Source: an optimization exercise on an open RTL-to-GDS flow (aim: small area, a short achievable clock period and few clock cycles per item). Production flows keep margins and buffers that such runs may drop. The RTL was checked by simulation tests, not by an equivalence proof against the original design.

## flow/design.v (module list and top-level ports; edited modules follow where they fit)
// module gx2: 3 lines
// module gxn2: 3 lines
// module kw_unwrap: 1845 lines
module kw_unwrap (
    input  wire         clk,
    input  wire         rst,
    input  wire         req_valid,
    output wire         req_ready,
    input  wire         req_kek,
    input  wire         req_long,
    input  wire [319:0] req_data,
    output wire         resp_valid,
    input  wire         resp_ready,
    output wire [255:0] resp_key,
    output wire         resp_ok
);
  // ...
==> flow/flow/run.sh <==
#!/bin/bash
set -euo pipefail
MARGIN=${MARGIN:-8}
bash standard.sh SETUP_SLACK_MARGIN=$MARGIN "BUFFER_PORTS_ARGS=-buffer_cell sky130_fd_sc_hd__buf_2" finish > make_finish.log 2>&1
==> flow/standard.sh <==
#!/bin/bash
# synth_recipe.tcl (not shown) runs the flow's synth.tcl, then flattens the netlist and writes it again
# the make line also repeats each setting of config.mk as NAME=value (left out here)
make -C /OpenROAD-flow-scripts/flow DESIGN_CONFIG=/design/flow/config.mk WORK_HOME=/design/flow/orfs CLKGATE_MAP_FILE= SYNTH_SCRIPT=/design/flow/synth_recipe.tcl "${@:-finish}"
==> flow/config.mk <==
export PLATFORM = sky130hd
export DESIGN_NAME = kw_unwrap
export DESIGN_NICKNAME = kw_unwrap
export VERILOG_FILES = /design/flow/design.v
export SDC_FILE = /design/flow/constraint.sdc
export NUM_CORES = 8
export LEC_CHECK = 0
export CAP_MARGIN = 40
export CELL_PAD_IN_SITES_DETAIL_PLACEMENT = 1
export CELL_PAD_IN_SITES_GLOBAL_PLACEMENT = 2
export CORE_MARGIN = 2
export CORE_UTILIZATION = 36
export CTS_CLUSTER_DIAMETER = 80
export CTS_CLUSTER_SIZE = 22
export PLACE_DENSITY = 0.56
export SLEW_MARGIN = 40
export SYNTH_HIERARCHICAL = 1
==> flow/constraint.sdc <==
create_clock -name core_clock -period 12.0 [get_ports {clk}]
set_input_delay 2.4000 -clock core_clock [delete_from_list [all_inputs] [get_ports {clk}]]
set_output_delay 2.4000 -clock core_clock [all_outputs]
set_load 0.01 [all_outputs]
==> results.txt, run 1 <==
* Result of the run: finished clean
* Launch point of the critical path: sel3[1]
* Core ar. at 432000 um^2
* Routed length on met3 at 67000 um
* Library cell contributing the largest single delay on the critical path: sky130_fd_sc_hd__dfxtp_4
* Tapcell Cnt at 5710
* Classification of the worst-slack hold path: reg -> reg
* Starting utilization of the core area at 36.2%
* Share of the synthesized netlist area taken by xor and xnor gates at 28.0%
* Area of combinational cells with multiple inputs at 91400 um^2
* Relative slew slack at 32.0%
* Post-Place Cell Area at 168000 um^2
* Met2 global-route usage at 53.2%
* Seq Cell Count at 3177
* Hold Buf Count CTS at 0
* Count of pins on the block boundary at 585
* Compound-gate portion of the synthesized area at 8.15%
* Count of placed standard cells in the final layout, fillers left out at 22.3k
* Number of enable flip-flop cells after synthesis at 1162
* Overflow left after global routing at 0
* Clock-pin slew reported for the worst setup and hold paths after clock tree synthesis at 0.10 ns
* Chip Width at 663 um
* Multi-Input Combinational at 10.9k
* Count of distinct cell types in the synthesized netlist at 78
* Number of cells on the worst hold path at 0
* Most frequent cells after synthesis: 4603 x sky130_fd_sc_hd__xor2_1, 2015 x sky130_fd_sc_hd__dfxtp_1, 1162 x sky130_fd_sc_hd__edfxtp_1
* Yosys warning count at 17
* Number of synthesized register bits at 3177
* Final net count at 16.8k
* Per-instance average area after synthesis at 10.5 um^2
* Metal-1 WL at 343000 um
Testbench counts, summed over its fixed seeds: cycles 34,862, items 256.
==> inputs of run 2 (changes only) <==
==> flow/flow/run.sh (replaced) <==
#!/bin/bash
set -euo pipefail
MARGIN=${MARGIN:-7.8}
bash standard.sh SETUP_SLACK_MARGIN=$MARGIN "BUFFER_PORTS_ARGS=-buffer_cell sky130_fd_sc_hd__buf_2" finish > make_finish.log 2>&1
--- a/flow/config.mk
+++ b/flow/config.mk
@@ -10,8 +10,8 @@
 export CELL_PAD_IN_SITES_GLOBAL_PLACEMENT = 2
 export CORE_MARGIN = 2
-export CORE_UTILIZATION = 36
+export CORE_UTILIZATION = 46
 export CTS_CLUSTER_DIAMETER = 80
 export CTS_CLUSTER_SIZE = 22
-export PLACE_DENSITY = 0.56
+export PLACE_DENSITY = 0.66
 export SLEW_MARGIN = 40
 export SYNTH_HIERARCHICAL = 1
==> run 2 against run 1 <==
- final cell count shrank 7.8%
- critical path type unchanged
- still clean
- wire length fell by 8.0%
- clock-buffer cell count grew 6
- design area is 6.6% lower
- maximum frequency shrank 4.5%
- setup slack worse by 0.20 ns
- global-route usage rose by 6.5 points
==> results.txt, run 2 <==
* CP most frequent cell: sky130_fd_sc_hd__xor2_1
* Iteration count of the initial detailed-routing pass at 9
* Time the final worst path needs with I/O delays and setup at 4.38 ns
* Chip Height at 587 um
* Layout Skew at 0.117 ns
* Number of CTS-inserted buffers at 199
* Initial antenna violation count at 132
* Worst hold slack at 0.309 ns
* Final clock period utilization by the worst path at 36.5%
* Count of endpoints failing setup in the final report at 0
* Startpoint kind of the worst setup timing path: flip-flop
* Ys async rst share at 0%
* DRC Markers at 0
* Detail-routed net length per standard cell at 36.7 um
* Root Driver: sky130_fd_sc_hd__clkbuf_16
* Largest registers ranked by flip-flop count: sb1: 288 flops, sb2: 288 flops
* Routed length on met3 at 82300 um (+23%)
* Relative slew slack at 23.9% (-8.1 points)
* Number of enable flip-flop cells after synthesis at 1162 (unchanged)
* Register area share after synthesis at 48.1%
* Classification of the worst-slack hold path: reg -> reg
* Number of DRC violations after detailed-routing iteration 0 at 15.7k
* Count of distinct cell types in the synthesized netlist at 78 (unchanged)
* Core ar. at 339000 um^2 (-21%)
* Type of element capturing the critical path: flip-flop
* Final Hold Vio Count at 0
* Final routed wirelength across all metal layers at 755000 um
* Largest area contributor in the synthesized netlist: sky130_fd_sc_hd__dfxtp_1
* Number of port buffers at 584
* Highest Clock Rate at 228 MHz
* RSZ-0062 raised after global routing: yes
* Top-count cell post-synth: sky130_fd_sc_hd__xor2_1
* Synthesized cell area at 156000 um^2
* Vias post-DR at 120k
* Clock-pin slew reported for the worst setup and hold paths after clock tree synthesis at 0.10 ns (about the same)
* Area share of the largest cell type after synthesis at 25.8%
* Number of global-route vias before repair at 118k
* Total half-perimeter wirelength after legalization and detailed placement at 587000 um
* Count of pins on the block boundary at 585 (unchanged)
* Total Routing Usage GR at 42.1%
* Metal-1 WL at 290000 um (-15%)
* Relative area change from synthesis to final layout at 18.1%
* Number of sinks handled by clock tree synthesis at 3177
* Layout cells sized above 1 at 17.0%
* Final net count at 16.3k (-3.3%)
* Clock latency on the worst-skew pair at 1.02 ns
* Critical path cell sequence: buf_4 > clkbuf_16 > o21ai_1 > xor2_1 > xor2_1 > xor2_1 > xnor2_2 > inv_4 > xor2_4 > buf_4 > xor2_2 > xor2_1 > xor2_1 > xor2_1 > nand2_1 > o21ai_0
* Required time at the worst-slack endpoint at 12.89 ns
* Fin util at 54.4%
* CTS H-Tree Depth at 4
* Delay of the slowest cell on the worst path at 0.58 ns
* DR top layer: met5
* Starting utilization of the core area at 46.1% (+9.9 points)
* Net count after synthesis at 15.4k
* Wire length of the first global-routing pass at 1000000 um
* Leading cell types in the layout, fill and taps excluded: 3990 x sky130_fd_sc_hd__xor2_1, 1873 x sky130_fd_sc_hd__dfxtp_1, 1162 x sky130_fd_sc_hd__edfxtp_1
* Antenna-violating nets left at 0
* Per-instance average area after synthesis at 10.5 um^2 (unchanged)
* Max-capacitance violation count at 0
* Least-Margin Pin Slew at 1.13 ns
* Area contributors post-synth: sky130_fd_sc_hd__dfxtp_1 26%, sky130_fd_sc_hd__xor2_1 26%, sky130_fd_sc_hd__edfxtp_1 22%, sky130_fd_sc_hd__and2_1 2.9%, sky130_fd_sc_hd__nand2_1 2.6%
* Library cell contributing the largest single delay on the critical path: sky130_fd_sc_hd__xnor2_2
* Commonest register cell after synthesis: sky130_fd_sc_hd__dfxtp_1
* Number of synthesized register bits at 3177 (unchanged)
* Instance count of the mapped netlist at 14.9k
* Area of the die at 344000 um^2
* Average via count per standard cell at 5.84
* Deepest clock path buffer count at 4
* Standard-cell rows at 214
* Yosys warning count at 17 (unchanged)
* Largest net degree at the start of global routing at 142
* Hold Buf Count CTS at 0 (unchanged)
* Most common library cell in the layout ignoring fill and taps: sky130_fd_sc_hd__xor2_1
* Setup tns final at 0 ns
* GP Congestion at 1.04
* Most frequent cells after synthesis: 4603 x sky130_fd_sc_hd__xor2_1, 2015 x sky130_fd_sc_hd__dfxtp_1, 1162 x sky130_fd_sc_hd__edfxtp_1
* Worst Path Class, Setup: reg -> reg
* Arrival @ worst endpoint at 5.27 ns
* Critical Path Fanout Max at 25
* Chip Width at 587 um (-11%)
* TritonCTS clock tree: done
* Overflow left after global routing at 0 (unchanged)
* Met2 layer wire length in the routed design at 319000 um
* Result of the run: finished clean
* Number of max-slew violations in the final report at 0
-- run 2: cell count changes in the layout (fill, tap and decap cells not counted), moves of 78 or more --
| cell | previous run | this run |
|---|---|---|
| sky130_fd_sc_hd__xor2_1 | 3660 | 3990 |
| sky130_fd_sc_hd__dfxtp_1 | 1795 | 1873 |
| sky130_fd_sc_hd__xor2_4 | 360 | 191 |
| sky130_fd_sc_hd__xor2_2 | 583 | 422 |
| sky130_fd_sc_hd__buf_6 | 151 | 49 |
| sky130_fd_sc_hd__buf_4 | 918 | 519 |
-- run 2: cell type report --
type                       count  area, um^2
tap                         4536        5680
inverter                     290        1210
fill                       35800      154000
sequential                  3177       75500
clock inverter                79        1240
antenna                       79         198
multi-input combinational  10900       86000
timing repair buffer        1236        9150
clock buffer                 291        5510
-- run 2: worst max-delay path: cells and delay by family, from the launching register on --
family	cells	cell delay [ns]
xor+xnor	9	2.40
buf+inv	4	0.95
compound gates	2	0.30
flops	1	0.50
simple gates	1	0.08
-- run 2: through the flow --
stage / instance area [um^2] / setup WS [ns] / cells
after floorplan: 156000 / 6.15 / 14900
after global placement: 165000 / 6.08 / 19800
after detailed placement: 166000 / 6.43 / 19800
after CTS: 178000 / 7.60 / 20300
after global routing: 184000 / 7.59 / 20500
final: 184000 / 7.62 / 20600
-- run 2: kinds of logic after synthesis --
kind of cell,after synthesis,synth area share (%)
buffers and inverters,813,2.02
AOI/OAI and AO/OA,2216,8.15
DFF,3177,48.1
xor gates and xnor gates,4989,28.0
adders and majority gates,156,1.25
muxes,414,2.82
and+or+nand+nor,3114,9.65
-- run 2: modules after synthesis, one instance, submodules excluded --
module,cells inside,flops+latches
kw_unwrap,10700,3177
gx2,1,0
gxn2,1,0
-- run 2: what timing repair did --
action                                  4_1_cts  5_1_grt
cloned                                        6        5
setup buffers                               116      209
gates resized for setup                     643      658
pin swaps                                    50      134
hold endpoints to repair                      0        0
endpoints found under the setup margin      883      740
-- run 2: routing by layer --
metal  track usage (%)  up-vias
met2              61.6     7063
met3              11.6     1615
met5                 0        -
met4              28.9       44
met1              53.9    60900
li1                  -    50600
-- run 2: worst paths after layout --
kind | start | end | depth (start not counted) | slack (ns)
worst max-delay path | sel3[0] | sa1[36] | 16 | 7.62
worst max register to register | sel3[0] | sa1[36] | 16 | 7.62
worst min register to register | x4[1][26] | x4[2][26] | 0 | 0.31
worst min-delay path | x4[1][26] | x4[2][26] | 0 | 0.31
==> inputs of run 3 (changes only) <==
==> flow/flow/run.sh (replaced) <==
#!/bin/bash
set -euo pipefail
MARGIN=${MARGIN:-8}
bash standard.sh SETUP_SLACK_MARGIN=$MARGIN "BUFFER_PORTS_ARGS=-buffer_cell sky130_fd_sc_hd__buf_2" finish > make_finish.log 2>&1
--- a/flow/config.mk
+++ b/flow/config.mk
@@ -10,8 +10,8 @@
 export CELL_PAD_IN_SITES_GLOBAL_PLACEMENT = 2
 export CORE_MARGIN = 2
-export CORE_UTILIZATION = 46
+export CORE_UTILIZATION = 42
 export CTS_CLUSTER_DIAMETER = 80
 export CTS_CLUSTER_SIZE = 22
-export PLACE_DENSITY = 0.66
+export PLACE_DENSITY = 0.62
 export SLEW_MARGIN = 40
 export SYNTH_HIERARCHICAL = 1
==> run 3 against run 2 <==
- setup slack improved by 0.17 ns
- still clean
- largest cell class unchanged
- sequential cell count stayed put
- hold slack worse by 0.066 ns
==> results.txt, run 3 <==
* Layout cells sized above 1 at 22.2% (+5.2 points)
* Area of the die at 377000 um^2 (+9.5%)
* Most frequent cells after synthesis: 4603 x sky130_fd_sc_hd__xor2_1, 2015 x sky130_fd_sc_hd__dfxtp_1, 1162 x sky130_fd_sc_hd__edfxtp_1
* Antenna-violating nets left at 0 (unchanged)
* Total half-perimeter wirelength after legalization and detailed placement at 608000 um (+3.5%)
* Starting utilization of the core area at 42.3% (-3.8 points)
* Count of distinct cell types in the synthesized netlist at 78 (unchanged)
* Number of CTS-inserted buffers at 204 (+2.5%)
* Time the final worst path needs with I/O delays and setup at 4.22 ns (-0.167 ns)
* Multiplexer share of the synthesized area at 2.82% (unchanged)
* Largest area contributor in the synthesized netlist: sky130_fd_sc_hd__dfxtp_1
* TritonCTS clock tree: done
* Post-Place Cell Area at 167000 um^2 (+0.59%)
* Least-Margin Pin Slew at 1.08 ns (-0.0555 ns)
* Chip Width at 614 um (+4.6%)
* Result of the run: finished clean
* Final routed wirelength across all metal layers at 788000 um (+4.3%)
* Average via count per standard cell at 5.68 (-2.9%)
* Final Hold Vio Count at 0 (unchanged)
* Clock latency on the worst-skew pair at 1.03 ns (about the same)
* Highest Clock Rate at 237 MHz (+3.9%)
* Root Driver: sky130_fd_sc_hd__clkbuf_16
* Number of max-slew violations in the final report at 0 (unchanged)
* Hold Buf Count CTS at 0 (unchanged)
* Total Routing Usage GR at 40.2% (-1.9 points)
* Number of sinks handled by clock tree synthesis at 3177 (unchanged)
* Final clock period utilization by the worst path at 35.2% (-1.4 points)
* Number of DRC violations after detailed-routing iteration 0 at 15.2k (-3.4%)
* Layout Skew at 0.139 ns (+0.0221 ns)
* Classification of the worst-slack hold path: reg -> reg
* Max-capacitance violation count at 0 (unchanged)
* Vias post-DR at 122k (+1.2%)
* Arrival @ worst endpoint at 5.03 ns (-0.24 ns)
* Type of element capturing the critical path: flip-flop
* Required time at the worst-slack endpoint at 12.81 ns (-0.08 ns)
* Largest registers ranked by flip-flop count: sb1: 288 flops, sb2: 288 flops
* Chip Height at 614 um (+4.6%)
* Commonest register cell after synthesis: sky130_fd_sc_hd__dfxtp_1
* Leading cell types in the layout, fill and taps excluded: 3693 x sky130_fd_sc_hd__xor2_1, 1815 x sky130_fd_sc_hd__dfxtp_1, 1162 x sky130_fd_sc_hd__edfxtp_1
* Per-instance average area after synthesis at 10.5 um^2 (unchanged)
* Most common library cell in the layout ignoring fill and taps: sky130_fd_sc_hd__xor2_1
* CTS H-Tree Depth at 4 (unchanged)
* Number of global-route vias before repair at 119k (+1.0%)
* Compound-gate portion of the synthesized area at 8.15% (unchanged)
* Ys async rst share at 0% (unchanged)
* Final net count at 16.7k (+2.7%)
* Clock-pin slew reported for the worst setup and hold paths after clock tree synthesis at 0.09 ns (about the same)
* RSZ-0062 raised after global routing: yes
* Count of pins on the block boundary at 585 (unchanged)
* Area contributors post-synth: sky130_fd_sc_hd__dfxtp_1 26%, sky130_fd_sc_hd__xor2_1 26%, sky130_fd_sc_hd__edfxtp_1 22%, sky130_fd_sc_hd__and2_1 2.9%, sky130_fd_sc_hd__nand2_1 2.6%
* Instance count of the mapped netlist at 14.9k (unchanged)
* Worst Path Class, Setup: reg -> reg
* Deepest clock path buffer count at 4 (unchanged)
* Number of enable flip-flop cells after synthesis at 1162 (unchanged)
* Share of the synthesized netlist area taken by xor and xnor gates at 28.0% (unchanged)
* Setup tns final at 0 ns (unchanged)
* Yosys warning count at 17 (unchanged)
* Number of synthesized register bits at 3177 (unchanged)
* DRC Markers at 0 (unchanged)
* Number of port buffers at 584 (unchanged)
* Relative area change from synthesis to final layout at 24.1%
* Iteration count of the initial detailed-routing pass at 6 (-3)
* Synthesized cell area at 156000 um^2 (unchanged)
* Register area share after synthesis at 48.1% (unchanged)
* Critical Path Fanout Max at 35 (+40%)
* Adder and majority cell fraction of the synthesized area at 1.25% (unchanged)
* Area share of the largest cell type after synthesis at 25.8% (unchanged)
* Overflow left after global routing at 0 (unchanged)
* Count of endpoints failing setup in the final report at 0 (unchanged)
* Top-count cell post-synth: sky130_fd_sc_hd__xor2_1
* Relative slew slack at 27.6% (+3.6 points)
* Largest net degree at the start of global routing at 183 (+29%)
* Startpoint kind of the worst setup timing path: flip-flop
* Detail-routed net length per standard cell at 36.8 um (+0.12%)
* Standard-cell rows at 223 (+4.2%)
* Post-route cell area at 194000 um^2 (+5.2%)
* Net count after synthesis at 15.4k (unchanged)
* Wire length of the first global-routing pass at 1030000 um (+2.9%)
* GP Congestion at 1.00 (-3.5%)
* Initial antenna violation count at 167 (+27%)
* Core ar. at 370000 um^2 (+9.1%)
* Simple-gate portion of the synthesized area at 9.65% (unchanged)
* Dominant combinational cell family by area after synthesis: XOR/XNOR gates
==> run 3: cell counts after synthesis <==
No cell type changed its count.
==> run 3: path summary, 6_finish.rpt <==
check / startpoint / endpoint / slack [ns] / cells after the start
worst max-delay path: sel1 / sa2[38] / 7.78 / 12
worst max register to register: sel1 / sa2[38] / 7.78 / 12
worst min-delay path: tc[1][2] / tc[2][2] / 0.24 / 0
worst min register to register: tc[1][2] / tc[2][2] / 0.24 / 0
==> run 3: layout make-up <==
| type | count | area [um^2] |
|---|---|---|
| flip-flops and latches | 3177 | 75700 |
| inverters | 290 | 1250 |
| repair buffers | 1661 | 13500 |
| well taps | 4950 | 6190 |
| diodes | 94 | 235 |
| fillers | 38700 | 176000 |
| clock buffers | 284 | 5610 |
| clock inverters | 87 | 1120 |
| multi-input cells | 10900 | 90400 |
==> run 3: Yosys stat by module (local to each module, per instance) <==
module     cells  times used  flops+latches
kw_unwrap  10700           1           3177
gx2            1        4060              0
gxn2           1          96              0
==> run 3: timing repair <==
item                       in CTS  in global routing
cloned                         12                 11
setup endpoints to repair    1129                732
buffers inserted              284                418
pin swaps                     154                422
resized for setup            1211               1012
==> run 3: metal layers <==
layer / vias up / GRT usage [%] / wire, um
met5: - / 0 / 271
li1: 51300 / - / -
met1: 62100 / 51.9 / 308000
met3: 1546 / 10.0 / 78900
met2: 6684 / 59.0 / 333000
met4: 40 / 27.7 / 67400
==> run 3: worst max-delay path: stages (launching register included) <==
cell and delay, ns:
sky130_fd_sc_hd__dfxtp_4 0.36, sky130_fd_sc_hd__buf_12 0.20, sky130_fd_sc_hd__buf_16 0.27, sky130_fd_sc_hd__mux2_2 0.48, sky130_fd_sc_hd__xor2_1 0.22, sky130_fd_sc_hd__xor2_1 0.19, sky130_fd_sc_hd__xor2_1 0.25, sky130_fd_sc_hd__xor2_2 0.31
sky130_fd_sc_hd__xor2_2 0.38, sky130_fd_sc_hd__xor2_2 0.31, sky130_fd_sc_hd__xor2_2 0.31, sky130_fd_sc_hd__xor2_1 0.32, sky130_fd_sc_hd__xor2_2 0.33
==> run 3: metrics by stage <==
stage,setup WS (ns),cells,util (%),hold slack (ns)
2_1_floorplan,6.15,14900,-,0.310
3_3_place_gp,5.90,20200,45.0,0.309
3_5_place_dp,6.00,20200,45.2,0.313
4_1_cts,7.84,20900,49.8,0.266
5_1_grt,7.74,21400,52.4,0.264
6_report,7.78,21400,52.5,0.243
==> run 3: cells by family after synthesis <==
| kind of cell | Yosys count |
|---|---|
| xor+xnor | 4989 |
| fa+ha+maj | 156 |
| buf+inv | 813 |
| flops | 3177 |
| compound gates | 2216 |
| mux | 414 |
| simple gates | 3114 |

-- afterwards: timing with drivers on the ports --
The flow's constraints put no driver on any port. The routed layouts listed below were extracted and timed again, unchanged, in two steps. Step 1 assumes that a clkbuf_16 drives the clock port and a buf_2 every other input. Step 2 moves the port delays by t, midway between the first and last clock arrival at a register: inputs arrive t later, outputs are due t later. That takes back most of the time a late clock gives input paths. Slacks: no drivers / after step 1 / after step 2; pairs: no drivers / after step 1.
run	t (ns)	slack for setup (ns)	slew at the worst register clock pin (ns)	worst slew at a driven data input, ns	cell pins on the clock port's net
run 1	1.091	7.813 / 7.772 / 7.082	0.10 / 0.10	0.20	1
run 2	1.079	7.615 / 7.615 / 6.922	0.11 / 0.11	0.19	1
run 3	1.080	7.782 / 7.755 / 7.061	0.10 / 0.10	0.24	1
After both steps setup and hold are still met in every run listed. For run 1, which loses most, drivers alone change the setup slack by -0.041 ns; drivers and shift together by -0.731 ns.
